From an optimization exercise on the open Yosys and OpenROAD flow, aimed at small area, a short achievable clock period and few clock cycles per item; shortcuts taken in it are not production practice.
In this exercise RTL edits were held to simulation tests only and were not proved equivalent to the original.

==> design/flow/design.v <==
module aes_sbox_p1 (input wire [7:0] u, output wire [21:0] h);
  wire U0 = u[7], U1 = u[6], U2 = u[5], U3 = u[4], U4 = u[3], U5 = u[2], U6 = u[1], U7 = u[0];
  wire T1, T2, T3, T4, T5, T6, T7, T8, T9, T10, T11, T12, T13, T14, T15, T16, T17, T18, T19, T20, T21, T22, T23, T24, T25, T26, T27, M1, M2, M3, M4, M5, M6, M7, M8, M9, M10, M11, M12, M13, M14, M15, M16, M17, M18, M19, M20, M21, M22, M23, M24, M25, M26, M27, M28, M29, M30, M31, M32, M33, M34, M35, M36, M37, M38, M39, M40;
  g_xor2 g0 (.a(U0), .b(U3), .y(T1));
  g_xor2 g1 (.a(U0), .b(U5), .y(T2));
  g_xor2 g2 (.a(U0), .b(U6), .y(T3));
  g_xor2 g3 (.a(U3), .b(U5), .y(T4));
  g_xor2 g4 (.a(U4), .b(U6), .y(T5));
  g_xor2 g5 (.a(T1), .b(T5), .y(T6));
  g_xor2 g6 (.a(U1), .b(U2), .y(T7));
  g_xor2 g7 (.a(U7), .b(T6), .y(T8));
  g_xor2 g8 (.a(U7), .b(T7), .y(T9));
  g_xor2 g9 (.a(T6), .b(T7), .y(T10));
  g_xor2 g10 (.a(U1), .b(U5), .y(T11));
  g_xor2 g11 (.a(U2), .b(U5), .y(T12));
  g_xor2 g12 (.a(T3), .b(T4), .y(T13));
  g_xor2 g13 (.a(T6), .b(T11), .y(T14));
  g_xor2 g14 (.a(T5), .b(T11), .y(T15));
  g_xor2 g15 (.a(T5), .b(T12), .y(T16));
  g_xor2 g16 (.a(T9), .b(T16), .y(T17));
  g_xor2 g17 (.a(U3), .b(U7), .y(T18));
  g_xor2 g18 (.a(T7), .b(T18), .y(T19));
  g_xor2 g19 (.a(T1), .b(T19), .y(T20));
  g_xor2 g20 (.a(U6), .b(U7), .y(T21));
  g_xor2 g21 (.a(T7), .b(T21), .y(T22));
  g_xor2 g22 (.a(T2), .b(T22), .y(T23));
  g_xor2 g23 (.a(T2), .b(T10), .y(T24));
  g_xor2 g24 (.a(T20), .b(T17), .y(T25));
  g_xor2 g25 (.a(T3), .b(T16), .y(T26));
  g_xor2 g26 (.a(T1), .b(T12), .y(T27));
  g_nand2 g27 (.a(T13), .b(T6), .y(M1));
  g_nand2 g28 (.a(T23), .b(T8), .y(M2));
  g_xnor2 g29 (.a(T14), .b(M1), .y(M3));
  g_nand2 g30 (.a(T19), .b(U7), .y(M4));
  g_xor2 g31 (.a(M4), .b(M1), .y(M5));
  g_nand2 g32 (.a(T3), .b(T16), .y(M6));
  g_nand2 g33 (.a(T22), .b(T9), .y(M7));
  g_xnor2 g34 (.a(T26), .b(M6), .y(M8));
  g_nand2 g35 (.a(T20), .b(T17), .y(M9));
  g_xor2 g36 (.a(M9), .b(M6), .y(M10));
  g_nand2 g37 (.a(T1), .b(T15), .y(M11));
  g_nand2 g38 (.a(T4), .b(T27), .y(M12));
  g_xor2 g39 (.a(M12), .b(M11), .y(M13));
  g_nand2 g40 (.a(T2), .b(T10), .y(M14));
  g_xor2 g41 (.a(M14), .b(M11), .y(M15));
  g_xnor2 g42 (.a(M3), .b(M2), .y(M16));
  g_xor2 g43 (.a(M5), .b(T24), .y(M17));
  g_xnor2 g44 (.a(M8), .b(M7), .y(M18));
  g_xor2 g45 (.a(M10), .b(M15), .y(M19));
  g_xor2 g46 (.a(M16), .b(M13), .y(M20));
  g_xor2 g47 (.a(M17), .b(M15), .y(M21));
  g_xor2 g48 (.a(M18), .b(M13), .y(M22));
  g_xor2 g49 (.a(M19), .b(T25), .y(M23));
  g_xnor2 g50 (.a(M22), .b(M23), .y(M24));
  g_nand2 g51 (.a(M22), .b(M20), .y(M25));
  g_xor2 g52 (.a(M21), .b(M25), .y(M26));
  g_xnor2 g53 (.a(M20), .b(M21), .y(M27));
  g_xor2 g54 (.a(M23), .b(M25), .y(M28));
  g_nor2 g55 (.a(M28), .b(M27), .y(M29));
  g_nor2 g56 (.a(M26), .b(M24), .y(M30));
  g_nand2 g57 (.a(M20), .b(M23), .y(M31));
  g_nor2 g58 (.a(M27), .b(M31), .y(M32));
  g_xor2 g59 (.a(M27), .b(M25), .y(M33));
  g_nand2 g60 (.a(M21), .b(M22), .y(M34));
  g_nor2 g61 (.a(M24), .b(M34), .y(M35));
  g_xor2 g62 (.a(M24), .b(M25), .y(M36));
  g_xor2 g63 (.a(M21), .b(M29), .y(M37));
  g_xor2 g64 (.a(M32), .b(M33), .y(M38));
  g_xor2 g65 (.a(M23), .b(M30), .y(M39));
  g_xor2 g66 (.a(M35), .b(M36), .y(M40));
  assign h = {M37, M38, M39, M40, U7, T1, T2, T3, T4, T6, T8, T9, T10, T13, T15, T16, T17, T19, T20, T22, T23, T27};
endmodule
module aes_sbox_p2 (input wire [21:0] h, output wire [7:0] y);
  wire M37, M38, M39, M40, U7, T1, T2, T3, T4, T6, T8, T9, T10, T13, T15, T16, T17, T19, T20, T22, T23, T27;
  assign {M37, M38, M39, M40, U7, T1, T2, T3, T4, T6, T8, T9, T10, T13, T15, T16, T17, T19, T20, T22, T23, T27} = h;
  wire M41, M42, M43, M44, M45, M46, M47, M48, M49, M50, M51, M52, M53, M54, M55, M56, M57, M58, M59, M60, M61, M62, M63, L0, L1, L2, L3, L4, L5, L6, L7, L8, L9, L10, L11, L12, L13, L14, L15, L16, L17, L18, L19, L20, L21, L22, L23, L24, L25, L26, L27, L28, L29, S0, S1, S2, S3, S4, S5, S6, S7;
  g_xor2 g0 (.a(M38), .b(M40), .y(M41));
  g_xor2 g1 (.a(M37), .b(M39), .y(M42));
  g_xor2 g2 (.a(M37), .b(M38), .y(M43));
  g_xor2 g3 (.a(M39), .b(M40), .y(M44));
  g_xor2 g4 (.a(M42), .b(M41), .y(M45));
  g_nand2 g5 (.a(M44), .b(T6), .y(M46));
  g_nand2 g6 (.a(M40), .b(T8), .y(M47));
  g_nand2 g7 (.a(M39), .b(U7), .y(M48));
  g_nand2 g8 (.a(M43), .b(T16), .y(M49));
  g_nand2 g9 (.a(M38), .b(T9), .y(M50));
  g_nand2 g10 (.a(M37), .b(T17), .y(M51));
  g_nand2 g11 (.a(M42), .b(T15), .y(M52));
  g_nand2 g12 (.a(M45), .b(T27), .y(M53));
  g_nand2 g13 (.a(M41), .b(T10), .y(M54));
  g_nand2 g14 (.a(M44), .b(T13), .y(M55));
  g_nand2 g15 (.a(M40), .b(T23), .y(M56));
  g_nand2 g16 (.a(M39), .b(T19), .y(M57));
  g_nand2 g17 (.a(M43), .b(T3), .y(M58));
  g_nand2 g18 (.a(M38), .b(T22), .y(M59));
  g_nand2 g19 (.a(M37), .b(T20), .y(M60));
  g_nand2 g20 (.a(M42), .b(T1), .y(M61));
  g_nand2 g21 (.a(M45), .b(T4), .y(M62));
  g_nand2 g22 (.a(M41), .b(T2), .y(M63));
  g_xor2 g23 (.a(M61), .b(M62), .y(L0));
  g_xor2 g24 (.a(M50), .b(M56), .y(L1));
  g_xor2 g25 (.a(M46), .b(M48), .y(L2));
  g_xor2 g26 (.a(M47), .b(M55), .y(L3));
  g_xor2 g27 (.a(M54), .b(M58), .y(L4));
  g_xor2 g28 (.a(M49), .b(M61), .y(L5));
  g_xnor2 g29 (.a(M62), .b(L5), .y(L6));
  g_xnor2 g30 (.a(M46), .b(L3), .y(L7));
  g_xor2 g31 (.a(M51), .b(M59), .y(L8));
  g_xor2 g32 (.a(M52), .b(M53), .y(L9));
  g_xnor2 g33 (.a(M53), .b(L4), .y(L10));
  g_xnor2 g34 (.a(M60), .b(L2), .y(L11));
  g_xor2 g35 (.a(M48), .b(M51), .y(L12));
  g_xnor2 g36 (.a(M50), .b(L0), .y(L13));
  g_xor2 g37 (.a(M52), .b(M61), .y(L14));
  g_xnor2 g38 (.a(M55), .b(L1), .y(L15));
  g_xnor2 g39 (.a(M56), .b(L0), .y(L16));
  g_xnor2 g40 (.a(M57), .b(L1), .y(L17));
  g_xnor2 g41 (.a(M58), .b(L8), .y(L18));
  g_xnor2 g42 (.a(M63), .b(L4), .y(L19));
  g_xor2 g43 (.a(L0), .b(L1), .y(L20));
  g_xor2 g44 (.a(L1), .b(L7), .y(L21));
  g_xor2 g45 (.a(L3), .b(L12), .y(L22));
  g_xor2 g46 (.a(L18), .b(L2), .y(L23));
  g_xor2 g47 (.a(L15), .b(L9), .y(L24));
  g_xor2 g48 (.a(L6), .b(L10), .y(L25));
  g_xor2 g49 (.a(L7), .b(L9), .y(L26));
  g_xor2 g50 (.a(L8), .b(L10), .y(L27));
  g_xor2 g51 (.a(L11), .b(L14), .y(L28));
  g_xor2 g52 (.a(L11), .b(L17), .y(L29));
  g_xor2 g53 (.a(L6), .b(L24), .y(S0));
  g_xnor2 g54 (.a(L16), .b(L26), .y(S1));
  g_xnor2 g55 (.a(L19), .b(L28), .y(S2));
  g_xor2 g56 (.a(L6), .b(L21), .y(S3));
  g_xor2 g57 (.a(L20), .b(L22), .y(S4));
  g_xor2 g58 (.a(L25), .b(L29), .y(S5));
  g_xnor2 g59 (.a(L13), .b(L27), .y(S6));
  g_xnor2 g60 (.a(L6), .b(L23), .y(S7));
  assign y = {S0, S1, S2, S3, S4, S5, S6, S7};
endmodule
module aes_sbox_p1n (input wire [7:0] u, output wire [21:0] h);
  wire U0 = u[7], U1 = u[6], U2 = u[5], U3 = u[4], U4 = u[3], U5 = u[2], U6 = u[1], U7 = u[0];
  wire T1, T2, T3, T4, T5, T6, T7, T8, T9, T10, T11, T12, T13, T14, T15, T16, T17, T18, T19, T20, T21, T22, T23, T24, T25, T26, T27, M1, M2, M3, M4, M5, M6, M7, M8, M9, M10, M11, M12, M13, M14, M15, M16, M17, M18, M19, M20, M21, M22, M23, M24, M25, M26, M27, M28, M29, M30, M31, M32, M33, M34, M35, M36, M37, M38, M39, M40;
  g_xor2 g0 (.a(U0), .b(U3), .y(T1));
  g_xor2 g1 (.a(U0), .b(U5), .y(T2));
  g_xor2 g2 (.a(U0), .b(U6), .y(T3));
  g_xor2 g3 (.a(U3), .b(U5), .y(T4));
  g_xor2 g4 (.a(U4), .b(U6), .y(T5));
  g_xor2 g5 (.a(T1), .b(T5), .y(T6));
  g_xor2 g6 (.a(U1), .b(U2), .y(T7));
  g_xnor2 g7 (.a(U7), .b(T6), .y(T8));
  g_xnor2 g8 (.a(U7), .b(T7), .y(T9));
  g_xor2 g9 (.a(T6), .b(T7), .y(T10));
  g_xor2 g10 (.a(U1), .b(U5), .y(T11));
  g_xor2 g11 (.a(U2), .b(U5), .y(T12));
  g_xor2 g12 (.a(T3), .b(T4), .y(T13));
  g_xor2 g13 (.a(T6), .b(T11), .y(T14));
  g_xor2 g14 (.a(T5), .b(T11), .y(T15));
  g_xor2 g15 (.a(T5), .b(T12), .y(T16));
  g_xor2 g16 (.a(T9), .b(T16), .y(T17));
  g_xor2 g17 (.a(U3), .b(U7), .y(T18));
  g_xnor2 g18 (.a(T7), .b(T18), .y(T19));
  g_xnor2 g19 (.a(T1), .b(T19), .y(T20));
  g_xor2 g20 (.a(U6), .b(U7), .y(T21));
  g_xor2 g21 (.a(T7), .b(T21), .y(T22));
  g_xor2 g22 (.a(T2), .b(T22), .y(T23));
  g_xor2 g23 (.a(T2), .b(T10), .y(T24));
  g_xor2 g24 (.a(T20), .b(T17), .y(T25));
  g_xor2 g25 (.a(T3), .b(T16), .y(T26));
  g_xor2 g26 (.a(T1), .b(T12), .y(T27));
  g_nand2 g27 (.a(T13), .b(T6), .y(M1));
  g_nand2 g28 (.a(T23), .b(T8), .y(M2));
  g_xnor2 g29 (.a(T14), .b(M1), .y(M3));
  g_nor2 g30 (.a(T19), .b(U7), .y(M4));
  g_xnor2 g31 (.a(M4), .b(M1), .y(M5));
  g_nand2 g32 (.a(T3), .b(T16), .y(M6));
  g_nand2 g33 (.a(T22), .b(T9), .y(M7));
  g_xnor2 g34 (.a(T26), .b(M6), .y(M8));
  g_nand2 g35 (.a(T20), .b(T17), .y(M9));
  g_xor2 g36 (.a(M9), .b(M6), .y(M10));
  g_nand2 g37 (.a(T1), .b(T15), .y(M11));
  g_nand2 g38 (.a(T4), .b(T27), .y(M12));
  g_xor2 g39 (.a(M12), .b(M11), .y(M13));
  g_nand2 g40 (.a(T2), .b(T10), .y(M14));
  g_xor2 g41 (.a(M14), .b(M11), .y(M15));
  g_xnor2 g42 (.a(M3), .b(M2), .y(M16));
  g_xor2 g43 (.a(M5), .b(T24), .y(M17));
  g_xnor2 g44 (.a(M8), .b(M7), .y(M18));
  g_xor2 g45 (.a(M10), .b(M15), .y(M19));
  g_xor2 g46 (.a(M16), .b(M13), .y(M20));
  g_xor2 g47 (.a(M17), .b(M15), .y(M21));
  g_xor2 g48 (.a(M18), .b(M13), .y(M22));
  g_xor2 g49 (.a(M19), .b(T25), .y(M23));
  g_xnor2 g50 (.a(M22), .b(M23), .y(M24));
  g_nand2 g51 (.a(M22), .b(M20), .y(M25));
  g_xor2 g52 (.a(M21), .b(M25), .y(M26));
  g_xnor2 g53 (.a(M20), .b(M21), .y(M27));
  g_xor2 g54 (.a(M23), .b(M25), .y(M28));
  g_nor2 g55 (.a(M28), .b(M27), .y(M29));
  g_nor2 g56 (.a(M26), .b(M24), .y(M30));
  g_nand2 g57 (.a(M20), .b(M23), .y(M31));
  g_nor2 g58 (.a(M27), .b(M31), .y(M32));
  g_xor2 g59 (.a(M27), .b(M25), .y(M33));
  g_nand2 g60 (.a(M21), .b(M22), .y(M34));
  g_nor2 g61 (.a(M24), .b(M34), .y(M35));
  g_xor2 g62 (.a(M24), .b(M25), .y(M36));
  g_xor2 g63 (.a(M21), .b(M29), .y(M37));
  g_xor2 g64 (.a(M32), .b(M33), .y(M38));
  g_xnor2 g65 (.a(M23), .b(M30), .y(M39));
  g_xor2 g66 (.a(M35), .b(M36), .y(M40));
  assign h = {M37, M38, M39, M40, U7, T1, T2, T3, T4, T6, T8, T9, T10, T13, T15, T16, T17, T19, T20, T22, T23, T27};
endmodule
module aes_sbox_p2n (input wire [21:0] h, output wire [7:0] y);
  wire M37, M38, M39, M40, U7, T1, T2, T3, T4, T6, T8, T9, T10, T13, T15, T16, T17, T19, T20, T22, T23, T27;
  assign {M37, M38, M39, M40, U7, T1, T2, T3, T4, T6, T8, T9, T10, T13, T15, T16, T17, T19, T20, T22, T23, T27} = h;
  wire M41, M42, M43, M44, M45, M46, M47, M48, M49, M50, M51, M52, M53, M54, M55, M56, M57, M58, M59, M60, M61, M62, M63, L0, L1, L2, L3, L4, L5, L6, L7, L8, L9, L10, L11, L12, L13, L14, L15, L16, L17, L18, L19, L20, L21, L22, L23, L24, L25, L26, L27, L28, L29, S0, S1, S2, S3, S4, S5, S6, S7;
  g_xor2 g0 (.a(M38), .b(M40), .y(M41));
  g_xnor2 g1 (.a(M37), .b(M39), .y(M42));
  g_xor2 g2 (.a(M37), .b(M38), .y(M43));
  g_xnor2 g3 (.a(M39), .b(M40), .y(M44));
  g_xor2 g4 (.a(M42), .b(M41), .y(M45));
  g_nand2 g5 (.a(M44), .b(T6), .y(M46));
  g_nand2 g6 (.a(M40), .b(T8), .y(M47));
  g_nor2 g7 (.a(M39), .b(U7), .y(M48));
  g_nand2 g8 (.a(M43), .b(T16), .y(M49));
  g_nand2 g9 (.a(M38), .b(T9), .y(M50));
  g_nand2 g10 (.a(M37), .b(T17), .y(M51));
  g_nand2 g11 (.a(M42), .b(T15), .y(M52));
  g_nand2 g12 (.a(M45), .b(T27), .y(M53));
  g_nand2 g13 (.a(M41), .b(T10), .y(M54));
  g_nand2 g14 (.a(M44), .b(T13), .y(M55));
  g_nand2 g15 (.a(M40), .b(T23), .y(M56));
  g_nor2 g16 (.a(M39), .b(T19), .y(M57));
  g_nand2 g17 (.a(M43), .b(T3), .y(M58));
  g_nand2 g18 (.a(M38), .b(T22), .y(M59));
  g_nand2 g19 (.a(M37), .b(T20), .y(M60));
  g_nand2 g20 (.a(M42), .b(T1), .y(M61));
  g_nand2 g21 (.a(M45), .b(T4), .y(M62));
  g_nand2 g22 (.a(M41), .b(T2), .y(M63));
  g_xor2 g23 (.a(M61), .b(M62), .y(L0));
  g_xor2 g24 (.a(M50), .b(M56), .y(L1));
  g_xnor2 g25 (.a(M46), .b(M48), .y(L2));
  g_xor2 g26 (.a(M47), .b(M55), .y(L3));
  g_xor2 g27 (.a(M54), .b(M58), .y(L4));
  g_xor2 g28 (.a(M49), .b(M61), .y(L5));
  g_xnor2 g29 (.a(M62), .b(L5), .y(L6));
  g_xnor2 g30 (.a(M46), .b(L3), .y(L7));
  g_xor2 g31 (.a(M51), .b(M59), .y(L8));
  g_xor2 g32 (.a(M52), .b(M53), .y(L9));
  g_xnor2 g33 (.a(M53), .b(L4), .y(L10));
  g_xnor2 g34 (.a(M60), .b(L2), .y(L11));
  g_xnor2 g35 (.a(M48), .b(M51), .y(L12));
  g_xnor2 g36 (.a(M50), .b(L0), .y(L13));
  g_xor2 g37 (.a(M52), .b(M61), .y(L14));
  g_xnor2 g38 (.a(M55), .b(L1), .y(L15));
  g_xnor2 g39 (.a(M56), .b(L0), .y(L16));
  g_xor2 g40 (.a(M57), .b(L1), .y(L17));
  g_xnor2 g41 (.a(M58), .b(L8), .y(L18));
  g_xnor2 g42 (.a(M63), .b(L4), .y(L19));
  g_xor2 g43 (.a(L0), .b(L1), .y(L20));
  g_xor2 g44 (.a(L1), .b(L7), .y(L21));
  g_xor2 g45 (.a(L3), .b(L12), .y(L22));
  g_xor2 g46 (.a(L18), .b(L2), .y(L23));
  g_xor2 g47 (.a(L15), .b(L9), .y(L24));
  g_xor2 g48 (.a(L6), .b(L10), .y(L25));
  g_xor2 g49 (.a(L7), .b(L9), .y(L26));
  g_xor2 g50 (.a(L8), .b(L10), .y(L27));
  g_xor2 g51 (.a(L11), .b(L14), .y(L28));
  g_xor2 g52 (.a(L11), .b(L17), .y(L29));
  g_xor2 g53 (.a(L6), .b(L24), .y(S0));
  g_xnor2 g54 (.a(L16), .b(L26), .y(S1));
  g_xnor2 g55 (.a(L19), .b(L28), .y(S2));
  g_xor2 g56 (.a(L6), .b(L21), .y(S3));
  g_xor2 g57 (.a(L20), .b(L22), .y(S4));
  g_xor2 g58 (.a(L25), .b(L29), .y(S5));
  g_xnor2 g59 (.a(L13), .b(L27), .y(S6));
  g_xnor2 g60 (.a(L6), .b(L23), .y(S7));
  assign y = {S0, S1, S2, S3, S4, S5, S6, S7};
endmodule
module g_xor2 (input wire a, input wire b, output wire y);
  assign y = a ^ b;
endmodule
module g_xnor2 (input wire a, input wire b, output wire y);
  assign y = ~(a ^ b);
endmodule
module g_nand2 (input wire a, input wire b, output wire y);
  assign y = ~(a & b);
endmodule
module g_nor2 (input wire a, input wire b, output wire y);
  assign y = ~(a | b);
endmodule
module g_mux2 (input wire a, input wire b, input wire s, output wire y);
  assign y = s ? b : a;
endmodule
module g_mux2i (input wire a, input wire b, input wire s, output wire y);
  assign y = ~(s ? b : a);
endmodule
module aes_mixcol (
    input  wire [31:0] a,
    input  wire [31:0] rk,
    output wire [31:0] y
);
  wire [7:0] kb [0:3];
  wire [7:0] ak [0:3];    
  wire [7:0] ab [0:3];
  wire [7:0] t  [0:3];    
  wire [7:0] u  [0:3];    
  genvar k, b;
  generate
    for (k = 0; k < 4; k = k + 1) begin : g_col
      assign ab[k] = a[31-8*k -: 8];
      assign kb[k] = rk[31-8*k -: 8];
    end
    for (k = 0; k < 4; k = k + 1) begin : g_byte
      wire [2:0] xr;
      for (b = 0; b < 8; b = b + 1) begin : g_bit
        g_xor2 x_t (.a(ab[k][b]), .b(ab[(k+1)%4][b]), .y(t[k][b]));
      end
      for (b = 0; b < 8; b = b + 1) begin : g_bit2
        g_xor2 x_k (.a(ab[(k+1)%4][b]), .b(kb[k][b]), .y(ak[k][b]));
        g_xor2 x_u (.a(ak[k][b]), .b(t[(k+2)%4][b]), .y(u[k][b]));
      end
      g_xor2 x_r1 (.a(t[k][0]), .b(t[k][7]), .y(xr[0]));
      g_xor2 x_r3 (.a(t[k][2]), .b(t[k][7]), .y(xr[1]));
      g_xor2 x_r4 (.a(t[k][3]), .b(t[k][7]), .y(xr[2]));
      g_xor2 x_y0 (.a(u[k][0]), .b(t[k][7]), .y(y[31-8*k-7]));
      g_xor2 x_y1 (.a(u[k][1]), .b(xr[0]),   .y(y[31-8*k-6]));
      g_xor2 x_y2 (.a(u[k][2]), .b(t[k][1]), .y(y[31-8*k-5]));
      g_xor2 x_y3 (.a(u[k][3]), .b(xr[1]),   .y(y[31-8*k-4]));
      g_xor2 x_y4 (.a(u[k][4]), .b(xr[2]),   .y(y[31-8*k-3]));
      g_xor2 x_y5 (.a(u[k][5]), .b(t[k][4]), .y(y[31-8*k-2]));
      g_xor2 x_y6 (.a(u[k][6]), .b(t[k][5]), .y(y[31-8*k-1]));
      g_xor2 x_y7 (.a(u[k][7]), .b(t[k][6]), .y(y[31-8*k-0]));
    end
  endgenerate
endmodule
module vec_xor #(parameter W = 8) (
    input  wire [W-1:0] a,
    input  wire [W-1:0] b,
    output wire [W-1:0] y
);
  genvar i;
  generate
    for (i = 0; i < W; i = i + 1) begin : g
      g_xor2 x (.a(a[i]), .b(b[i]), .y(y[i]));
    end
  endgenerate
endmodule
module vec_xnor #(parameter W = 8) (
    input  wire [W-1:0] a,
    input  wire [W-1:0] b,
    output wire [W-1:0] y
);
  genvar i;
  generate
    for (i = 0; i < W; i = i + 1) begin : g
      g_xnor2 x (.a(a[i]), .b(b[i]), .y(y[i]));
    end
  endgenerate
endmodule
module vec_muxi #(parameter W = 8) (
    input  wire [W-1:0] a,
    input  wire [W-1:0] b,
    input  wire         s,
    output wire [W-1:0] y
);
  genvar i;
  generate
    for (i = 0; i < W; i = i + 1) begin : g
      g_mux2i m (.a(a[i]), .b(b[i]), .s(s), .y(y[i]));
    end
  endgenerate
endmodule
module vec_mux #(parameter W = 8) (
    input  wire [W-1:0] a,
    input  wire [W-1:0] b,
    input  wire         s,
    output wire [W-1:0] y
);
  genvar i;
  generate
    for (i = 0; i < W; i = i + 1) begin : g
      g_mux2 m (.a(a[i]), .b(b[i]), .s(s), .y(y[i]));
    end
  endgenerate
endmodule
module aes_key_step (
    input  wire [255:0] window,
    input  wire [31:0]  sub,
    input  wire [3:0]   round,
    output wire [255:0] next_window
);
  wire        rot = round[0];
  wire [7:0]  rcon;
  wire [31:0] temp;
  wire [31:0] w0, w1, w2, w3;
  wire [31:0] x0r, x01r, x23;    
  genvar k;
  generate
    for (k = 0; k < 7; k = k + 1) begin : g_rcon
      assign rcon[k] = rot & (round[3:1] == k);
    end
  endgenerate
  assign rcon[7] = 1'b0;
  vec_mux #(32) u_rot (.a(sub), .b({sub[23:0], sub[31:24]}), .s(rot), .y(temp));
  vec_xor  #(8)  u_x0r  (.a(window[255:248]), .b(rcon), .y(x0r[31:24]));
  assign x0r[23:0] = window[247:224];
  vec_xor  #(32) u_x01r (.a(x0r), .b(window[223:192]), .y(x01r));
  vec_xor  #(32) u_x23  (.a(window[191:160]), .b(window[159:128]), .y(x23));
  vec_xnor #(32) u_w0 (.a(x0r),  .b(temp), .y(w0));
  vec_xor  #(32) u_w1 (.a(x01r), .b(temp), .y(w1));
  vec_xnor #(32) u_w2 (.a(window[191:160]), .b(w1), .y(w2));
  vec_xor  #(32) u_w3 (.a(x23),  .b(w1), .y(w3));
  assign next_window = {window[127:0], w0, w1, w2, w3};
endmodule
module aes256_enc (
    input  wire         clk,
    input  wire         rst,
    input  wire         in_valid,
    output wire         in_ready,
    input  wire [255:0] in_key,
    input  wire [127:0] in_block,
    output wire         out_valid,
    output wire [127:0] out_block
);
  localparam HW = 22;         
  reg [127:0]    a_state;
  reg [255:0]    a_key;
  reg            a_valid;
  reg  [3:0]     a_round;
  reg            a_last;
  reg [16*HW-1:0] b_h;
  reg [4*HW-1:0]  b_kh;
  reg [255:0]    b_key;
  reg            b_valid;
  reg  [3:0]     b_round;
  reg [127:0]    out_q;
  reg            out_valid_q;
  reg            in_ready_q;    
  reg            load_q;        
  wire [16*HW-1:0] h;
  wire [4*HW-1:0]  kh;
  genvar i;
  generate
    for (i = 0; i < 16; i = i + 1) begin : g_s1
      aes_sbox_p1n u_p1 (.u(a_state[127-8*i -: 8]), .h(h[16*HW-1-HW*i -: HW]));
    end
    for (i = 0; i < 4; i = i + 1) begin : g_k1
      aes_sbox_p1 u_p1 (.u(a_key[31-8*i -: 8]), .h(kh[4*HW-1-HW*i -: HW]));
    end
  endgenerate
  wire [7:0]   sb [0:15];
  wire [127:0] shifted;
  wire [127:0] mixed;
  wire [127:0] result;
  wire [31:0]  ksub;
  wire [255:0] key_next;
  generate
    for (i = 0; i < 16; i = i + 1) begin : g_s2
      aes_sbox_p2n u_p2 (.h(b_h[16*HW-1-HW*i -: HW]), .y(sb[i]));
      assign shifted[127-8*i -: 8] = sb[(i + 4 * (i % 4)) % 16];
    end
    for (i = 0; i < 4; i = i + 1) begin : g_k2
      aes_sbox_p2 u_p2 (.h(b_kh[4*HW-1-HW*i -: HW]), .y(ksub[31-8*i -: 8]));
      aes_mixcol u_mc (.a(shifted[127-32*i -: 32]), .rk(b_key[127-32*i -: 32]),
                       .y(mixed[127-32*i -: 32]));
    end
  endgenerate
  vec_xor #(128) u_final (.a(shifted), .b(b_key[127:0]), .y(result));
  aes_key_step u_key_step (
      .window     (b_key),
      .sub        (ksub),
      .round      (b_round),
      .next_window(key_next)
  );
  wire [127:0] first;
  vec_xor #(128) u_first (.a(in_block), .b(in_key[255:128]), .y(first));
  wire [127:0] a_state_d;
  wire [255:0] a_key_d;
  vec_muxi #(128) u_mux_s  (.a(mixed), .b(first), .s(load_q), .y(a_state_d));
  vec_muxi #(128) u_mux_kh (.a(key_next[255:128]), .b(in_key[255:128]), .s(load_q),
                            .y(a_key_d[255:128]));
  vec_mux  #(128) u_mux_kl (.a(key_next[127:0]), .b(in_key[127:0]), .s(load_q),
                            .y(a_key_d[127:0]));
  assign in_ready  = in_ready_q;
  assign out_valid = out_valid_q;
  assign out_block = out_q;
  always @(posedge clk) begin
    b_h     <= h;
    b_kh    <= kh;
    b_key   <= a_key;
    b_round <= a_round;
    a_state <= a_state_d;
    a_key   <= a_key_d;
    a_round <= load_q ? 4'd1 : b_round + 4'd1;
    a_last  <= !load_q && (b_round == 4'd13);
    out_q   <= result;
    if (rst) begin
      a_valid     <= 1'b0;
      b_valid     <= 1'b0;
      out_valid_q <= 1'b0;
      in_ready_q  <= 1'b1;
      load_q      <= 1'b1;
    end else begin
      a_valid     <= load_q ? in_valid : b_valid;
      b_valid     <= a_valid;
      out_valid_q <= b_valid && (b_round == 4'd14);
      in_ready_q  <= !a_valid || (a_round == 4'd14);
      load_q      <= !a_valid || a_last;
    end
  end
endmodule
==> design/flow/flow/run.sh <==
#!/bin/bash
set -euo pipefail
args=""
while IFS= read -r line; do
  [[ -z "$line" || "$line" == \#* ]] && continue
  args="$args '$line'"
done < flow/extra.txt
grep -q 'SETUP_SLACK_MARGIN=' standard.sh || true
sed "s/SETUP_SLACK_MARGIN=[-0-9.]* //; s|\"\${@:-finish}\"|$args \"\${@:-finish}\"|" standard.sh > standard_extra.sh
bash standard_extra.sh > flow.log 2>&1
==> design/flow/flow/extra.txt <==
SETUP_SLACK_MARGIN=6.0
BUFFER_PORTS_ARGS=-buffer_cell sky130_fd_sc_hd__buf_2
==> design/flow/standard.sh <==
#!/bin/bash
# synth_recipe.tcl (not shown) runs the flow's synth.tcl, then flattens the netlist and writes it again
# the make line also repeats each setting of config.mk as NAME=value (left out here)
make -C /OpenROAD-flow-scripts/flow DESIGN_CONFIG=/design/flow/config.mk WORK_HOME=/design/flow/orfs CLKGATE_MAP_FILE= SYNTH_SCRIPT=/design/flow/synth_recipe.tcl "${@:-finish}"
==> design/flow/config.mk <==
export PLATFORM = sky130hd
export DESIGN_NAME = aes256_enc
export DESIGN_NICKNAME = aes256_enc
export VERILOG_FILES = /design/flow/design.v
export SDC_FILE = /design/flow/constraint.sdc
export NUM_CORES = 4
export LEC_CHECK = 0
export CAP_MARGIN = 20
export CELL_PAD_IN_SITES_DETAIL_PLACEMENT = 1
export CELL_PAD_IN_SITES_GLOBAL_PLACEMENT = 1
export CORE_MARGIN = 2
export CORE_UTILIZATION = 55
export CTS_BUF_LIST = sky130_fd_sc_hd__clkbuf_4 sky130_fd_sc_hd__clkbuf_8
export CTS_CLUSTER_SIZE = 20
export PLACE_DENSITY = 0.65
export SETUP_SLACK_MARGIN = 5
export SLEW_MARGIN = 20
export SYNTH_HIERARCHICAL = 1
export SYNTH_MINIMUM_KEEP_SIZE = 0
==> design/flow/constraint.sdc <==
create_clock -name core_clock -period 9.0 [get_ports {clk}]
set_input_delay 1.8000 -clock core_clock [delete_from_list [all_inputs] [get_ports {clk}]]
set_output_delay 1.8000 -clock core_clock [all_outputs]
set_load 0.01 [all_outputs]
==> out/results.txt, run 1 <==
The commonest cells after synthesis are xor2_1 (2288), dfxtp_1 (1222), buf_4 (728), xnor2_1 (609), nand2_1 (553). Setup total negative slack on the finished layout was measured at 0 ps. The overall via count from detail_route was 47601. The number of different library cells used by synthesis comes to 19. A synthesized cell averages 10.6 um^2.

The classification of the worst setup path was reg -> reg. In this run the worst hold path is classified as reg -> reg. The starting density of the core is 0.553.

The final number of setup-violating endpoints was 0. The cell type with the largest total area after synthesis is dfxtp_1. STA puts the critical path data arrival time at 4460 ps. The run gives 63100 um^2 as the post-synthesis instance area.

The clock input transition at the sequential cells of the worst setup and hold paths was 80 ps. The area share of the largest cell type after synthesis came out at 0.388. For this run, the number of Yosys warnings is 8. Setup repair after global routing could not meet its margin everywhere. STA classifies the critical path startpoint as a flip-flop. CTS placed an instance of clkbuf_8 at the clock tree root. Number of placement rows: 124. The detail route stage leaves a number of antenna-violating nets equal to 0.

The data required time at the worst endpoint was 9810 ps; the standard cell core area was 114000 um^2. The flow ran to the end and the layout has no timing, DRC or antenna violations. Insertion delay of the later-clocked pin in the worst-skew pair: 980 ps.

By area the synthesized netlist is led by dfxtp_1 (39%), xor2_1 (32%), buf_4 (8.7%). OpenSTA, run right after detailed placement, puts the worst setup slack at 4880 ps. In this run the tool buffered the top-level ports with 516 buffer cells. In the synthesized netlist, the number of instances is 5972. The number of nets handed over by synthesis was 6362.

The nature of the critical path endpoint is a flip-flop. Global routing finished with a remaining overflow of 0. The number of max-slew violations in the final report is 0.

For the pin with the worst max-slew slack, the measured transition is 1050 ps. Number of nets at the end of the flow: 6847. The length of the first detailed-routing pass in iterations was 5.

The share of flip-flops with an asynchronous set or reset after synthesis is 0, and the via count of the first global-routing pass is 43439. CTS built an H-tree with a depth of 4. The tools report the routability congestion estimate as 0.943.

The total I/O pin count is 517. In this run the deepest clock path goes through 3 buffers. The floorplan step defined a die boundary enclosing 117000 um^2. After detailed routing, the number of remaining DRC violations is 0.

After clock tree synthesis, the flow added hold-fix buffers numbering 0. Among all flip-flop cells after synthesis, the most frequent one is dfxtp_1. The clock arrives with 66.5 ps of skew. The pin count of the biggest net entering global routing is 97, and the HPWL after detailed placement is 154000 um. Counting flops and latches in the post-synthesis netlist gives 1222. The worst path needs 3650 ps of the cycle, external delays included. For this run, the top clock speed supported by timing is 274 MHz. Global-route usage over all layers: 0.343. The average wire per standard cell is 37.7 um, and the relative area change from synthesis to final layout is 30.8%. Max-cap violations in this run came to 0. The count of flip-flops with a built-in enable after synthesis works out to 0. The tools report the number of hold violations in the final report as 0.

Among all cell types in the netlist, the one instantiated most often is xor2_1. The worst hold slack after final layout is 297 ps. TritonCTS built the clock tree.

Share of the core filled with cells in the final layout: 0.723. Measured along the y axis, the die boundary spans 343 um. The share of cells above drive strength 1 came out at 0.431.

The least setup slack across all paths after layout is 5350 ps. The sequential element share of the synthesized area is 0.388, and the number of clock sinks is 1222. The tools report the headroom to the max-slew limit as 0.298. The number of clock buffers added by TritonCTS is 200. The first-pass GRT wire length came out at 291000 um.

The via-per-instance ratio is 5.84. The final critical-path share of the clock period works out to 0.405. The iteration-0 DRC count of the detailed router is 4344. In this run the worst path has a maximum fanout of 4. The initial antenna violation count came out at 24. The final wirelength is 307000 um.

The die is 343 um wide.
## registers in the layout (all words and copies together) (netlist names)
name         count
b_h            352
a_key          256
b_key          256
a_state        128
out_q          128
b_kh            88
a_round          4
b_round          4
a_last           1
a_valid          1
b_valid          1
in_ready_q       1
load_q           1
out_valid_q      1
## Yosys stat by module (local to each module, per instance), excerpt
| module | cells | cell area [um^2] | flops+latches | times used |
|---|---|---|---|---|
| aes256_enc | 1244 | 24600 | 1222 | 1 |
| aes_key_step | 136 | 1050 | 0 | 1 |
| aes_sbox_p1 | 22 | 165 | 0 | 4 |
| aes_sbox_p1n | 22 | 165 | 0 | 16 |
| aes_sbox_p2 | 8 | 60.1 | 0 | 4 |
| aes_sbox_p2n | 8 | 60.1 | 0 | 16 |
| g_mux2 | 1 | 15.0 | 0 | 160 |
| g_mux2i | 1 | 10.0 | 0 | 256 |
| g_xnor2 | 1 | 8.76 | 0 | 608 |
| g_xor2 | 1 | 8.76 | 0 | 2288 |
| g_nand2 | 1 | 3.75 | 0 | 552 |
| g_nor2 | 1 | 3.75 | 0 | 128 |
## repair_timing
item | CTS | global route
cloned | 0 | 0
pin swaps | 124 | 319
setup buffers | 202 | 263
gates resized for setup | 726 | 1012
endpoints found under the setup margin | 448 | 406
## cell type report
class,instances,area [um^2]
multi-input combinational,4020,43600
fill,10656,31500
sequential,1222,24900
timing repair buffer,1011,7450
clock buffer,298,3770
tap,1512,1890
clock inverter,66,776
antenna,26,65.1
inverter,2,7.51
## cell usage in the layout (no fill, tap or decap), types with 2 or more instances in the layout
cell | synthesis | layout
clkinv_2 | 0 | 34
buf_12 | 0 | 42
dfxtp_4 | 0 | 43
buf_4 | 728 | 426
xor2_2 | 0 | 520
diode_2 | 0 | 26
nand2_4 | 0 | 14
and4bb_2 | 3 | 3
xnor2_2 | 0 | 163
mux2i_4 | 0 | 7
mux2i_2 | 0 | 9
clkbuf_4 | 0 | 53
clkinv_4 | 0 | 2
dfxtp_1 | 1222 | 952
clkinvlp_4 | 0 | 5
nor2b_1 | 2 | 2
mux2_4 | 161 | 161
inv_8 | 0 | 2
bufinv_16 | 0 | 15
ha_1 | 3 | 3
nand2_2 | 0 | 58
mux2i_1 | 257 | 241
xor2_4 | 0 | 221
nand2_1 | 553 | 481
inv_1 | 2 | 2
nand2b_1 | 2 | 2
inv_6 | 0 | 7
clkbuf_8 | 0 | 245
nor2_1 | 133 | 132
xor2_1 | 2288 | 1547
xnor2_4 | 0 | 45
buf_6 | 0 | 110
buf_2 | 0 | 432
and4b_2 | 4 | 4
xnor2_1 | 609 | 401
dfxtp_2 | 0 | 227
## worst paths after layout
check        slack (ps)  cells after the start         end        from
max reg2reg        5350                     10    a_key[5]    b_kh[84]
min                 300                      0  b_key[129]  a_key[129]
min reg2reg         300                      0  b_key[129]  a_key[129]
max                5350                     10    a_key[5]    b_kh[84]
## metrics by stage
| stage | cells | instance area [um^2] |
|---|---|---|
| floorplan | 5972 | 63100 |
| global placement | 7302 | 62300 |
| detailed placement | 7302 | 62400 |
| CTS | 7868 | 73800 |
| global route | 8150 | 82500 |
| finish | 8157 | 82500 |
## metal layers
| layer | routed length [um] | track usage |
|---|---|---|
| met3 | 26900 | 0.0498 |
| met4 | 34300 | 0.163 |
| met5 | 260 | 0 |
| met2 | 143000 | 0.586 |
| met1 | 102000 | 0.425 |
## worst max-delay path, stage by stage, from the launching register on
cell and delay [ps]:
dfxtp_2 470, xor2_1 410, nand2_1 270, xor2_2 310
xnor2_2 190, xor2_1 370, xnor2_2 200, mux2_4 370
xor2_4 420, xor2_1 180, mux2_4 290
## cells by family (layout without fill, tap and decap cells)
family | Yosys count | count (layout) | share of synthesized area
adder cells (fa/ha/maj) | 3 | 3 | 0.000595
XOR/XNOR | 2897 | 2897 | 0.402
buffers and inverters | 730 | 1377 | 0.0868
flip-flops | 1222 | 1222 | 0.388
other | 1 | 27 | 0.0000595
AND/OR/NAND/NOR | 701 | 701 | 0.0432
multiplexers | 418 | 418 | 0.0791
Testbench counts, summed over its fixed seeds: cycles 14,360, blocks 1,024.
==> run 2: changes to the inputs <==
==> design/flow/flow/extra.txt (replaced) <==
SETUP_SLACK_MARGIN=5.6
BUFFER_PORTS_ARGS=-buffer_cell sky130_fd_sc_hd__buf_2
--- a/design/flow/config.mk
+++ b/design/flow/config.mk
@@ -10,8 +10,6 @@
 export CELL_PAD_IN_SITES_GLOBAL_PLACEMENT = 1
 export CORE_MARGIN = 2
-export CORE_UTILIZATION = 55
-export CTS_BUF_LIST = sky130_fd_sc_hd__clkbuf_4 sky130_fd_sc_hd__clkbuf_8
-export CTS_CLUSTER_SIZE = 20
-export PLACE_DENSITY = 0.65
+export CORE_UTILIZATION = 45
+export PLACE_DENSITY = 0.55
 export SETUP_SLACK_MARGIN = 5
 export SLEW_MARGIN = 20
==> run 2 against run 1 <==
Against the previous run: worst hold slack improved by 22 ps; register-to-register slack improved by 290 ps; critical endpoint is now a_state[115]; synthesized cell count did not move; final area fell by 13%; critical path type unchanged.
==> out/results.txt, run 2 <==
The number of nets at the end of the flow was 6445 (-5.9%). The number of placement rows was 137 (+10%); the distinct cell type count of the synthesized netlist was 19 (unchanged). STA classifies the critical path startpoint as a flip-flop.

Multiplexer fraction of the synthesized cell area: 0.0791 (unchanged). Final critical-path share of the clock period: 0.373 (-0.0320). The flop and latch count out of synthesis works out to 1222 (unchanged). The final instance count without filler cells is 8045 (-1.4%), and the path depth of the worst reg2reg path is 10 (unchanged).

The launch point of the worst reg-to-reg path was b_h[129]. The pin count of the biggest net entering global routing is 95 (-2.1%), and the area fraction in compound gates after synthesis is 0 (unchanged). The headroom to the max-slew limit is 0.266 (-0.0326). The commonest cells after synthesis are xor2_1 (2288), dfxtp_1 (1222), buf_4 (728), xnor2_1 (609), nand2_1 (553). Sequential element share of the synthesized area: 0.388 (unchanged). The insertion delay of the later-clocked pin in the worst-skew pair was 780 ps (-200 ps); the hold-critical path depth was 0 (unchanged).

The logs give 5 (unchanged) for the length of the first detailed-routing pass in iterations and 278000 um (-4.6%) for the first-pass GRT wire length. The run gives 140 (-30%) as the number of clock buffers inserted by TritonCTS. The placed standard-cell area came out at 62900 um^2 (+0.78%). For the overall via count from detail_route, the log shows 36519 (-23%).

The nature of the critical path endpoint was a flip-flop. The least setup slack across all paths after layout is 5640 ps (+288 ps), and the standard cell core area is 139000 um^2 (+22%). In the final layout, the registers with the most flip-flops are b_h: 352 flops, a_key: 256 flops, b_key: 256 flops.

The logs give 0 (unchanged) for the number of max-slew violations in the final report and 0.453 (-0.100) for the starting density of the core. CTS placed an instance of clkbuf_16 at the clock tree root. The top cell types in the final layout, fill and taps aside, are xor2_1 (2046), dfxtp_1 (1207), nand2_1 (553).

For the total DRC errors in the routed layout, the log shows 0 (unchanged). The run finished with no timing, DRC or antenna violations. The total of hold buffers inserted after clock tree synthesis was 0 (unchanged).

Worst hold slack after final layout: 319 ps (+21.9 ps). The tools report the initial antenna violation count as 7 (-71%).

The critical path in this run is classified as reg -> reg. The tools report the via count of the first global-routing pass as 38949 (-10%). The classification of the worst-slack hold path was reg -> reg.

The tools report the final number of setup-violating endpoints as 0 (unchanged). The maximum root-to-sink buffer count came out at 3 (unchanged). The final wirelength was 199000 um (-35%); the iteration-0 DRC count of the detailed router was 1605 (-63%).

Simple-gate share of the synthesized area: 0.0432 (unchanged). The number of clock sinks came out at 1222 (unchanged). The cell count after synthesis is 5972 (unchanged). Setup repair after global routing could not meet its margin everywhere. The flip-flop count of the largest register, all copies and words added works out to 352 (unchanged).

The post-synthesis instance area came out at 63100 um^2 (unchanged). The adder-cell share of the synthesized area was 0.000595 (unchanged). In the post-synthesis netlist, the biggest area contributors are dfxtp_1 (39%), xor2_1 (32%), buf_4 (8.7%).

Synthesized netlist net count: 6362 (unchanged). The post-route cell area was 71600 um^2 (-13%). Total congestion overflow after global routing: 0 (unchanged).

The run gives 0 (unchanged) as the max-capacitance violation count. The final critical delay including setup and external delays works out to 3360 ps (-288 ps).

The beginning of the worst hold path is a_key[237]. The count of flip-flops with a built-in enable after synthesis was 0 (unchanged). The via-per-instance ratio was 4.54 (-22%); the area share of the largest cell type after synthesis was 0.388 (unchanged). The number of port buffers is 516 (unchanged). Relative to the synthesized area, the layout overhead comes to 13.5%.

The share of the core filled with cells in the final layout came out at 0.513 (-0.210). Xor and xnor fraction of the mapped netlist area: 0.402 (unchanged). Of all cell types, the one taking the most synthesized area is dfxtp_1. By area, the combinational part of the netlist is dominated by XOR/XNOR gates. The residual antenna-violating net count after detailed routing is 0 (unchanged). The number of hold violations in the final report was 0 (unchanged); the number of H-tree branching levels was 4 (unchanged). The timing-limited maximum frequency is 298 MHz (+8.6%). Yosys instantiated no cell more often than xor2_1. The tools report the worst hold endpoint as b_key[237]. The final clock skew was 24.2 ps (-42.3 ps). The HPWL after detailed placement came out at 164000 um (+6.8%). The height of the die was 378 um (+10%); the share of cells above drive strength 1 was 0.226 (-0.205). The largest driver fanout on the critical path works out to 4 (unchanged). The die outline width was 378 um (+10%).

The average instance area after synthesis is 10.6 um^2 (unchanged), and the average wire per standard cell is 24.7 um (-34%). The slew of the pin with the lowest slew margin is 1100 ps (+48.8 ps). The share of flip-flops with an asynchronous set or reset after synthesis came out at 0 (unchanged).

The area of the die came out at 143000 um^2 (+22%). The most instantiated flip-flop cell in the synthesis netlist is dfxtp_1. The run gives 7670 (+5.0%) as the post-placement cell count. The library cell used most frequently in the layout, excluding fill and tap cells, is xor2_1. The logs give 0 ps (unchanged) for the total negative slack and 5640 ps (+290 ps) for the setup slack on the worst flop-to-flop path. The tools report the data arrival time of the critical path as 3970 ps (-490 ps). The data required time at the worst endpoint came out at 9610 ps (-200 ps). TritonCTS built the clock tree.

The global-route usage over all layers was 0.273 (-0.0697); the number of warnings printed during yosys synthesis was 8 (unchanged). Routability congestion estimate: 0.897 (-4.9%). In this run the critical register-to-register path is captured at a_state[115]. The clock input transition at the sequential cells of the worst setup and hold paths was 60 ps (-20 ps); the worst slack after detailed placement was 4560 ps (-316 ps). Register with the most flip-flops: b_h.

Total I/O pin count: 517 (unchanged).
==> run 2: cell counts after synthesis <==
No cell type changed its count.
==> run 2: cell type report <==
| type | instances | area (um^2) |
|---|---|---|
| fillers | 14895 | 67800 |
| multi-input cells | 4020 | 36100 |
| flip-flops and latches | 1222 | 24500 |
| clock buffers | 203 | 4170 |
| repair buffers | 669 | 3820 |
| well taps | 1876 | 2350 |
| clock inverters | 51 | 603 |
| inverters | 2 | 7.51 |
| diodes | 2 | 5.00 |
==> run 2: cells by family after synthesis <==
| logic type | after synthesis |
|---|---|
| xor+xnor | 2897 |
| flops | 1222 |
| buf+inv | 730 |
| simple gates | 701 |
| mux | 418 |
| fa+ha+maj | 3 |
| other cells | 1 |
==> run 2: worst max-delay path by stage <==
stage,start,to,slack (ps)
after floorplan,load_q,a_key[0],4280
after global placement,b_h[239],a_state[116],4610
after detailed placement,b_h[239],a_state[116],4560
after CTS,b_h[239],a_state[116],5360
after global routing,b_h[106],a_state[19],5460
final,b_h[129],a_state[115],5640
==> run 2: what timing repair did <==
item | CTS | global route
resized for setup | 157 | 219
pin swaps | 4 | 33
hold endpoints to repair | 0 | 0
setup buffers | 26 | 93
endpoints found under the setup margin | 160 | 202
==> run 2: worst max-delay path, stage by stage (launching register included) <==
cell	delay, ps
dfxtp_1	360
xnor2_1	310
nand2_1	210
xor2_1	230
xnor2_2	350
xor2_1	280
xor2_2	390
xor2_1	320
xor2_1	240
xor2_1	130
mux2i_4	380
==> run 2: routing by layer <==
layer  share of wire  GRT usage  vias up
met5               0          0        -
met4           0.025     0.0669        0
met3           0.034     0.0351      205
met2            0.49      0.471      673
met1            0.46      0.359    17811
li1                -          -    17830
==> run 2: Yosys stat by module, one instance, submodules excluded, excerpt <==
module        cells inside  flops+latches  times used
aes_sbox_p1n            22              0          16
g_xor2                   1              0        2288
aes256_enc            1244           1222           1
g_xnor2                  1              0         608
aes_sbox_p2n             8              0          16
aes_sbox_p2              8              0           4
aes_key_step           136              0           1
g_mux2i                  1              0         256
g_mux2                   1              0         160
==> run 3: changes to the inputs <==
==> design/flow/flow/extra.txt (replaced) <==
SETUP_SLACK_MARGIN=5.4
BUFFER_PORTS_ARGS=-buffer_cell sky130_fd_sc_hd__buf_2
==> run 3 against run 2 <==
Against the previous run: critical path depth is the same; largest cell class unchanged; clock skew about the same; via count down 0.80%; global-route usage down 0.10 points; fmax decreased by 7.8%; first-iteration DRC count is 2.4% lower; routed wire length shrank 0.74%; worst hold slack worse by 3.0 ps; sequential share of layout area increased by 1.1 points; final cell count decreased by 1.1%.
==> out/results.txt, run 3 <==
The final number of setup-violating endpoints is 0 (unchanged). The max-capacitance violation count is 0 (unchanged). The number of warnings printed during yosys synthesis is 8 (unchanged). The data arrival time of the critical path was 4250 ps (+280 ps). The tools report the insertion delay of the later-clocked pin in the worst-skew pair as 770 ps (about the same). On the critical path the largest part of the delay comes from XOR/XNOR gates. The tools report the worst reg2reg path endpoint as a_state[116]. Share of flip-flops with an asynchronous set or reset after synthesis: 0 (unchanged).

The setup slack on the worst flop-to-flop path came out at 5360 ps (-290 ps). For the standard cell core area, the log shows 139000 um^2 (unchanged). For the pin count of the biggest net entering global routing, the log shows 95 (unchanged). Setup repair after global routing could not meet its margin everywhere.

The number of clock buffers inserted by TritonCTS was 140 (unchanged). The final clock skew is 24.6 ps (+0.482 ps). In this run the clock root is driven by a clkbuf_16.

The total negative slack came out at 0 ps (unchanged). The total of fill cells in the finished design is 15098 (+1.4%), and the average wire per standard cell is 24.8 um (+0.39%). Counting flops per register, the top entry is b_h. The average instance area after synthesis works out to 10.6 um^2 (unchanged).

The relative area change from synthesis to final layout is 9.77%. The first-pass GRT wire length is 277000 um (-0.37%). For the length of the first detailed-routing pass in iterations, the log shows 5 (unchanged). Final instance count without filler cells: 7954 (-1.1%).

The cell seen most often among critical-path stages was xor2_1. The critical path buffer and inverter count works out to 0 (unchanged). TritonCTS built the clock tree.

The tools report the total I/O pin count as 517 (unchanged). The top cell types in the final layout, fill and taps aside, are xor2_1 (2157), dfxtp_1 (1219), xnor2_1 (572). The post-placement cell count was 7670 (unchanged); the via count of the first global-routing pass was 38685 (-0.68%). The number of hold violations in the final report was 0 (unchanged); the total congestion overflow after global routing was 0 (unchanged). The number of clock sinks is 1222 (unchanged), and the clock input transition at the sequential cells of the worst setup and hold paths is 60 ps (about the same). The launch point of the worst reg-to-reg path was b_h[239].

The number of port buffers was 516 (unchanged). The residual antenna-violating net count after detailed routing is 0 (unchanged), and the final critical delay including setup and external delays is 3640 ps (+286 ps). The worst hold path terminates at b_key[71]. The starting density of the core was 0.453 (unchanged). For the routability congestion estimate, the log shows 0.897 (unchanged). The area of the die was 143000 um^2 (unchanged). In the final layout, the registers with the most flip-flops are b_h: 352 flops, a_key: 256 flops, b_key: 256 flops. The run gives 0.497 (-0.0167) as the share of the core filled with cells in the final layout. By count the netlist is led by xor2_1 (2288), dfxtp_1 (1222), buf_4 (728), xnor2_1 (609), nand2_1 (553). The global-route usage over all layers is 0.272 (-0.00104). The height of the die was 378 um (unchanged). The highest-delay cell along the critical path was xor2_2. The tools report the total of hold buffers inserted after clock tree synthesis as 0 (unchanged). The slew of the pin with the lowest slew margin is 1090 ps (-7.73 ps).

The via-per-instance ratio works out to 4.55 (+0.34%). By area the synthesized netlist is led by dfxtp_1 (39%), xor2_1 (32%), buf_4 (8.7%).

Walking the worst path, the cells encountered are xnor2_1, xor2_1, nand2_1, xor2_1, xor2_1, xor2_2, xor2_1, xor2_2, xor2_2, mux2i_4. The post-synthesis instance area came out at 63100 um^2 (unchanged). The share of cells above drive strength 1 was 0.189 (-0.0368); the flip-flop count of the largest register, all copies and words added was 352 (unchanged). The logs give 0 (unchanged) for the total DRC errors in the routed layout and 6 (-1) for the initial antenna violation count. The distinct cell type count of the synthesized netlist came out at 19 (unchanged).

The die outline width was 378 um (unchanged). The count of flip-flops with a built-in enable after synthesis is 0 (unchanged), and the final critical-path share of the clock period is 0.405 (+0.0318). The library cell used most frequently in the layout, excluding fill and tap cells, is xor2_1.

The iteration-0 DRC count of the detailed router came out at 1567 (-2.4%). The data required time at the worst endpoint was 9600 ps (about the same). Maximum root-to-sink buffer count: 3 (unchanged). The leading cell type by number of instances after synthesis was xor2_1. The largest driver fanout on the critical path works out to 4 (unchanged).

The cell type with the largest total area after synthesis was dfxtp_1. The overall via count from detail_route was 36227 (-0.80%); the flop and latch count out of synthesis was 1222 (unchanged). Type of element launching the critical path: a flip-flop.

The number of H-tree branching levels was 4 (unchanged). The area share of the largest cell type after synthesis works out to 0.388 (unchanged). The synthesized netlist net count was 6362 (unchanged); the hold-critical path depth was 0 (unchanged). By startpoint and endpoint, the worst setup path is classified as reg -> reg. The tools report the final wirelength as 197000 um (-0.74%). The HPWL after detailed placement came out at 164000 um (unchanged).

The tools report the number of placement rows as 137 (unchanged). The classification of the worst-slack hold path is reg -> reg. Path depth of the worst reg2reg path: 10 (unchanged).

The logs give 0.271 (+0.00515) for the headroom to the max-slew limit and 0.388 (unchanged) for the sequential element share of the synthesized area. STA classifies the critical path endpoint as a flip-flop. The largest stage delay on the critical path was 440 ps (+50 ps). The cell count after synthesis is 5972 (unchanged), and the number of max-slew violations in the final report is 0 (unchanged). For the number of nets at the end of the flow, the log shows 6355 (-1.4%).

The beginning of the worst hold path was a_key[71]. The most instantiated flip-flop cell in the synthesis netlist was dfxtp_1. The flow ran to the end and the layout has no timing, DRC or antenna violations. The timing-limited maximum frequency is 274 MHz (-7.8%). Worst hold slack after final layout: 316 ps (-2.95 ps).
[run 3: cell counts after synthesis]
Identical to the previous run, type by type.
[run 3: per-layer routing]
layer,vias up,part of all wire,global-route usage
met5,-,0.000066,0
met4,2,0.023,0.0662
met3,199,0.035,0.0340
met2,660,0.49,0.468
met1,17649,0.46,0.360
li1,17717,-,-
[run 3: what timing repair did]
| action | CTS | global route |
|---|---|---|
| endpoints found under the setup margin | 48 | 142 |
| cloned | 0 | 0 |
| setup buffers | 0 | 29 |
| resized for setup | 54 | 123 |
| pin swaps | 0 | 9 |
[run 3: layout make-up]
class	count	area [um^2]	share of cell area
Inverter	2	7.51	0.000108
Sequential cell	1222	24500	0.353
Tap cell	1876	2350	0.0339
Multi-Input combinational cell	4020	34600	0.499
Timing Repair Buffer	579	3070	0.0444
Clock buffer	203	4170	0.0602
Clock inverter	51	603	0.00871
Antenna cell	1	2.50	0.0000362
[run 3: stage by stage]
step | worst slack (ps) | cell area, um^2
floorplan | 4280 | 63100
global placement | 4610 | 62800
detailed placement | 4560 | 62900
CTS | 5210 | 68100
global route | 5240 | 69200
finish | 5360 | 69200
[run 3: worst max path at each step]
| stage | from | endpoint | slack, ps | depth (start not counted) |
|---|---|---|---|---|
| 2_1_floorplan | load_q | a_key[0] | 4280 | 1 |
| 3_3_place_gp | b_h[239] | a_state[116] | 4610 | 9 |
| 3_5_place_dp | b_h[239] | a_state[116] | 4560 | 9 |
| 4_1_cts | b_h[130] | a_state[116] | 5210 | 10 |
| 5_1_grt | b_h[238] | a_state[116] | 5240 | 10 |
| 6_report | b_h[239] | a_state[116] | 5360 | 10 |
[run 3: per-module statistics from Yosys, one instance, submodules excluded, excerpt]
module        cells inside  flops+latches  times used  area (um^2)
g_nand2                  1              0         552         3.75
aes_sbox_p2n             8              0          16         60.1
g_xor2                   1              0        2288         8.76
aes256_enc            1244           1222           1        24600
aes_sbox_p1n            22              0          16          165
aes_key_step           136              0           1         1050
g_xnor2                  1              0         608         8.76
g_mux2i                  1              0         256         10.0
g_nor2                   1              0         128         3.75
aes_sbox_p1             22              0           4          165
g_mux2                   1              0         160         15.0
aes_sbox_p2              8              0           4         60.1
[run 3: cell families (layout without fill, tap and decap cells)]
logic type | count (synthesis) | in the layout | share of synthesized area
other | 1 | 2 | 0.0000595
AND/OR/NAND/NOR | 701 | 701 | 0.0432
flip-flops | 1222 | 1222 | 0.388
multiplexers | 418 | 418 | 0.0791
XOR/XNOR | 2897 | 2897 | 0.402
adder cells (fa/ha/maj) | 3 | 3 | 0.000595
buffers and inverters | 730 | 835 | 0.0868
==> run 4: changes to the inputs <==
==> design/flow/flow/extra.txt (replaced) <==
SETUP_SLACK_MARGIN=5.75
BUFFER_PORTS_ARGS=-buffer_cell sky130_fd_sc_hd__buf_2
==> run 4 against run 3 <==
Against the previous run: fmax is 12% higher; global-route usage is 0.29 points higher; count of clock-buffer cells in the layout stayed put; first-iteration DRC count is 11% higher; highest routed layer is now met4.
==> out/results.txt, run 4 <==
The final wirelength came out at 201000 um (+2.1%). The standard cell core area is 139000 um^2 (unchanged), and the length of the first detailed-routing pass in iterations is 5 (unchanged). The type of element launching the critical path was a flip-flop. The run gives 8100 (+1.8%) as the final instance count without filler cells. Most instantiated flip-flop cell in the synthesis netlist: dfxtp_1.

The largest stage delay on the critical path was 440 ps (about the same); the slew of the pin with the lowest slew margin was 1110 ps (+15.8 ps). The die outline width is 378 um (unchanged), and the sequential element share of the synthesized area is 0.388 (unchanged). The initial antenna violation count is 6 (unchanged), and the pin count of the biggest net entering global routing is 95 (unchanged). The height of the die works out to 378 um (unchanged).

The maximum root-to-sink buffer count is 3 (unchanged), and the area of the die is 143000 um^2 (unchanged). The run gives 5972 (unchanged) as the cell count after synthesis. The share of cells above drive strength 1 is 0.263 (+0.0742), and the residual antenna-violating net count after detailed routing is 0 (unchanged). The number of H-tree branching levels is 4 (unchanged). The final critical-path share of the clock period is 0.360 (-0.0449). TritonCTS built the clock tree.

The HPWL after detailed placement is 164000 um (unchanged). STA classifies the critical path endpoint as a flip-flop. Flop and latch count out of synthesis: 1222 (unchanged). The classification of the worst-slack hold path was reg -> reg.

Setup slack on the worst flop-to-flop path: 5760 ps (+400 ps). The number of warnings printed during yosys synthesis is 8 (unchanged). The starting density of the core is 0.453 (unchanged).

Average instance area after synthesis: 10.6 um^2 (unchanged). The timing startpoint of the critical path was b_h[348]. Total DRC errors in the routed layout: 0 (unchanged).

The flow ran to the end and the layout has no timing, DRC or antenna violations. The data arrival time of the critical path is 3860 ps (-390 ps). Setup repair after global routing could not meet its margin everywhere. The area share of the largest cell type after synthesis came out at 0.388 (unchanged). The classification of the worst setup path is reg -> reg. Worst reg2reg path endpoint: a_state[119].

The number of port buffers is 516 (unchanged). The run gives 0.275 (+0.00294) as the global-route usage over all layers. The via count of the first global-routing pass came out at 39291 (+1.6%). Counting instances in the post-synthesis netlist gives the leading cell types as xor2_1 (2288), dfxtp_1 (1222), buf_4 (728), xnor2_1 (609), nand2_1 (553). The post-placement cell count was 7670 (unchanged); the share of flip-flops with an asynchronous set or reset after synthesis was 0 (unchanged). Leaving out fill and tap cells, the most frequent cells in the layout are xor2_1 (1925), dfxtp_1 (1174), nand2_1 (542).

The critical path buffer and inverter count works out to 1 (+1). Among all cell types in the netlist, the one instantiated most often is xor2_1. The run gives 6362 (unchanged) as the synthesized netlist net count. For the overall via count from detail_route, the log shows 36986 (+2.1%). The number of hold violations in the final report came out at 0 (unchanged). In this run the most critical hold path is launched from a_key[71]. Worst hold endpoint: b_key[71]. The final number of setup-violating endpoints is 0 (unchanged). Post-synthesis instance area: 63100 um^2 (unchanged). The timing-limited maximum frequency came out at 309 MHz (+12%).

For the total congestion overflow after global routing, the log shows 0 (unchanged). The startpoint identified for the worst register-to-register timing path is b_h[348].

The total negative slack is 0 ps (unchanged). The number of clock buffers inserted by TritonCTS was 140 (unchanged); the routability congestion estimate was 0.897 (unchanged). The tools report the clock tree root buffer cell as clkbuf_16. The headroom to the max-slew limit is 0.260 (-0.0106). The insertion delay of the later-clocked pin in the worst-skew pair was 780 ps (about the same). In the final layout, the registers with the most flip-flops are b_h: 352 flops, a_key: 256 flops, b_key: 256 flops. The path depth of the worst reg2reg path is 11 (+1). Number of max-slew violations in the final report: 0 (unchanged). b_h holds more flip-flops than any other register.

The first-pass GRT wire length is 280000 um (+1.0%). The flip-flop count of the largest register, all copies and words added is 352 (unchanged). The average wire per standard cell was 24.9 um (+0.23%); the total I/O pin count was 517 (unchanged).

Walking the worst path, the cells encountered are xor2_2, xor2_1, nand2_1, xor2_1, xor2_1, xor2_2, buf_12, xor2_4, xor2_2, xor2_2, mux2i_4. The relative area change from synthesis to final layout is 17.2%. The max-capacitance violation count was 0 (unchanged); the total of fill cells in the finished design was 14690 (-2.7%). The final clock skew was 23.9 ps (-0.700 ps); the largest driver fanout on the critical path was 5 (+1).

The iteration-0 DRC count of the detailed router came out at 1734 (+11%). Count of flip-flops with a built-in enable after synthesis: 0 (unchanged). The largest individual stage delay along the critical path comes from the cell dfxtp_1.

In the post-synthesis netlist, the biggest area contributors are dfxtp_1 (39%), xor2_1 (32%), buf_4 (8.7%). The cell type with the largest total area after synthesis was dfxtp_1. Distinct cell type count of the synthesized netlist: 19 (unchanged). Data required time at the worst endpoint: 9610 ps (about the same). The final critical delay including setup and external delays was 3240 ps (-404 ps). The number of placement rows is 137 (unchanged), and the clock input transition at the sequential cells of the worst setup and hold paths is 60 ps (about the same). The hold-critical path depth came out at 0 (unchanged). The kind of cell with the highest combined delay along the critical path is XOR/XNOR gates. Cell seen most often among critical-path stages: xor2_2. The library cell used most frequently in the layout, excluding fill and tap cells, is xor2_1. The via-per-instance ratio works out to 4.57 (+0.25%).

The number of clock sinks was 1222 (unchanged). For the number of nets at the end of the flow, the log shows 6500 (+2.3%).
[run 4: cell families (layout without fill, tap and decap cells)]
kind of cell,Yosys count,in the layout,share of synthesized area
DFF,1222,1222,0.388
adders and majority gates,3,3,0.000595
xor gates and xnor gates,2897,2897,0.402
and+or+nand+nor,701,701,0.0432
other,1,3,0.0000595
muxes,418,418,0.0791
buffers and inverters,730,980,0.0868
[run 4: per-stage QoR]
stage,hold WS (ps),utilization,instance area (um^2),setup slack [ps]
final,317,0.530,73900,5760
after global placement,310,0.451,62800,4610
after floorplan,310,-,63100,4280
after CTS,309,0.506,70500,5450
after global routing,311,0.530,73900,5550
after detailed placement,313,0.451,62900,4560
[run 4: modules after synthesis (local to each module, per instance), a selection]
module,cells,cell area [um^2]
aes256_enc,1244,24600
aes_key_step,136,1050
aes_sbox_p2,8,60.1
aes_sbox_p2n,8,60.1
g_mux2,1,15.0
g_mux2i,1,10.0
g_nand2,1,3.75
g_xnor2,1,8.76
g_xor2,1,8.76
[run 4: final cells by class]
type	instances	area [um^2]	share of cell area
clock buffers	203	4170	0.0564
clock inverters	51	603	0.00816
inverters	2	7.51	0.000102
multi-input cells	4020	37900	0.513
repair buffers	724	4330	0.0585
flip-flops and latches	1222	24500	0.332
well taps	1876	2350	0.0318
diodes	2	5.00	0.0000677
[run 4: worst register-to-register path: stages (launching register included)]
cell     delay (ps)
dfxtp_1         440
xor2_2          230
xor2_1          220
nand2_1         140
xor2_1          330
xor2_1          270
xor2_2          210
buf_12          160
xor2_4          310
xor2_2          230
xor2_2          150
mux2i_4         400
[run 4: worst max path at each step]
stage,endpoint,cells after the start
floorplan,a_key[0],1
global placement,a_state[116],9
detailed placement,a_state[116],9
CTS,a_state[116],10
global route,a_state[116],10
finish,a_state[119],11
[run 4: repair_timing]
item,in CTS,in global routing
gates resized for setup,294,334
setup endpoints to repair,249,235
pin swaps,24,72
buffers inserted,73,101
hold buffers,0,0
[run 4: metal layers]
layer / part of all wire / track usage / vias up / wire length (um)
li1: - / - / 17853 / -
met4: 0.026 / 0.0681 / 0 / 5170
met3: 0.032 / 0.0333 / 217 / 6510
met1: 0.45 / 0.363 / 18193 / 91000
met2: 0.49 / 0.475 / 723 / 98600
met5: 0 / 0 / - / 0

## afterwards: timing with drivers on the ports
The results above use ideal ports. As a check the final layouts listed here were re-extracted and re-timed, cells and wires unchanged. Step 1 (the two cells are an assumption about what drives the block):
set clk [get_ports {clk}]
set_driving_cell -lib_cell sky130_fd_sc_hd__clkbuf_16 $clk
set_driving_cell -lib_cell sky130_fd_sc_hd__buf_2 [delete_from_list [all_inputs] $clk]
Step 2 adds t to the input delays and takes it off the output delays; t is the mean of the earliest and latest rising clock arrival at the registers after step 1. Input paths then give back, and output paths get back, about the clock's delay inside the block. a / b / c = ideal / step 1 / step 2; a / b = the first two.
run | t (ns) | slack for setup (ns) | worst hold slack (ns) | worst setup path at the end | worst slew at a driven data input, ns
run 1 | 1.030 | 5.354 / 5.354 / 5.354 | 0.297 / 0.297 / 0.297 | register to register | 0.18
run 2 | 0.844 | 5.641 / 5.641 / 5.641 | 0.319 / 0.319 / 0.319 | register to register | 0.16
run 3 | 0.841 | 5.355 / 5.355 / 5.355 | 0.316 / 0.316 / 0.316 | register to register | 0.16
run 4 | 0.847 | 5.759 / 5.755 / 5.759 | 0.317 / 0.317 / 0.317 | register to register | 0.17
After both steps every run listed still meets setup and hold.
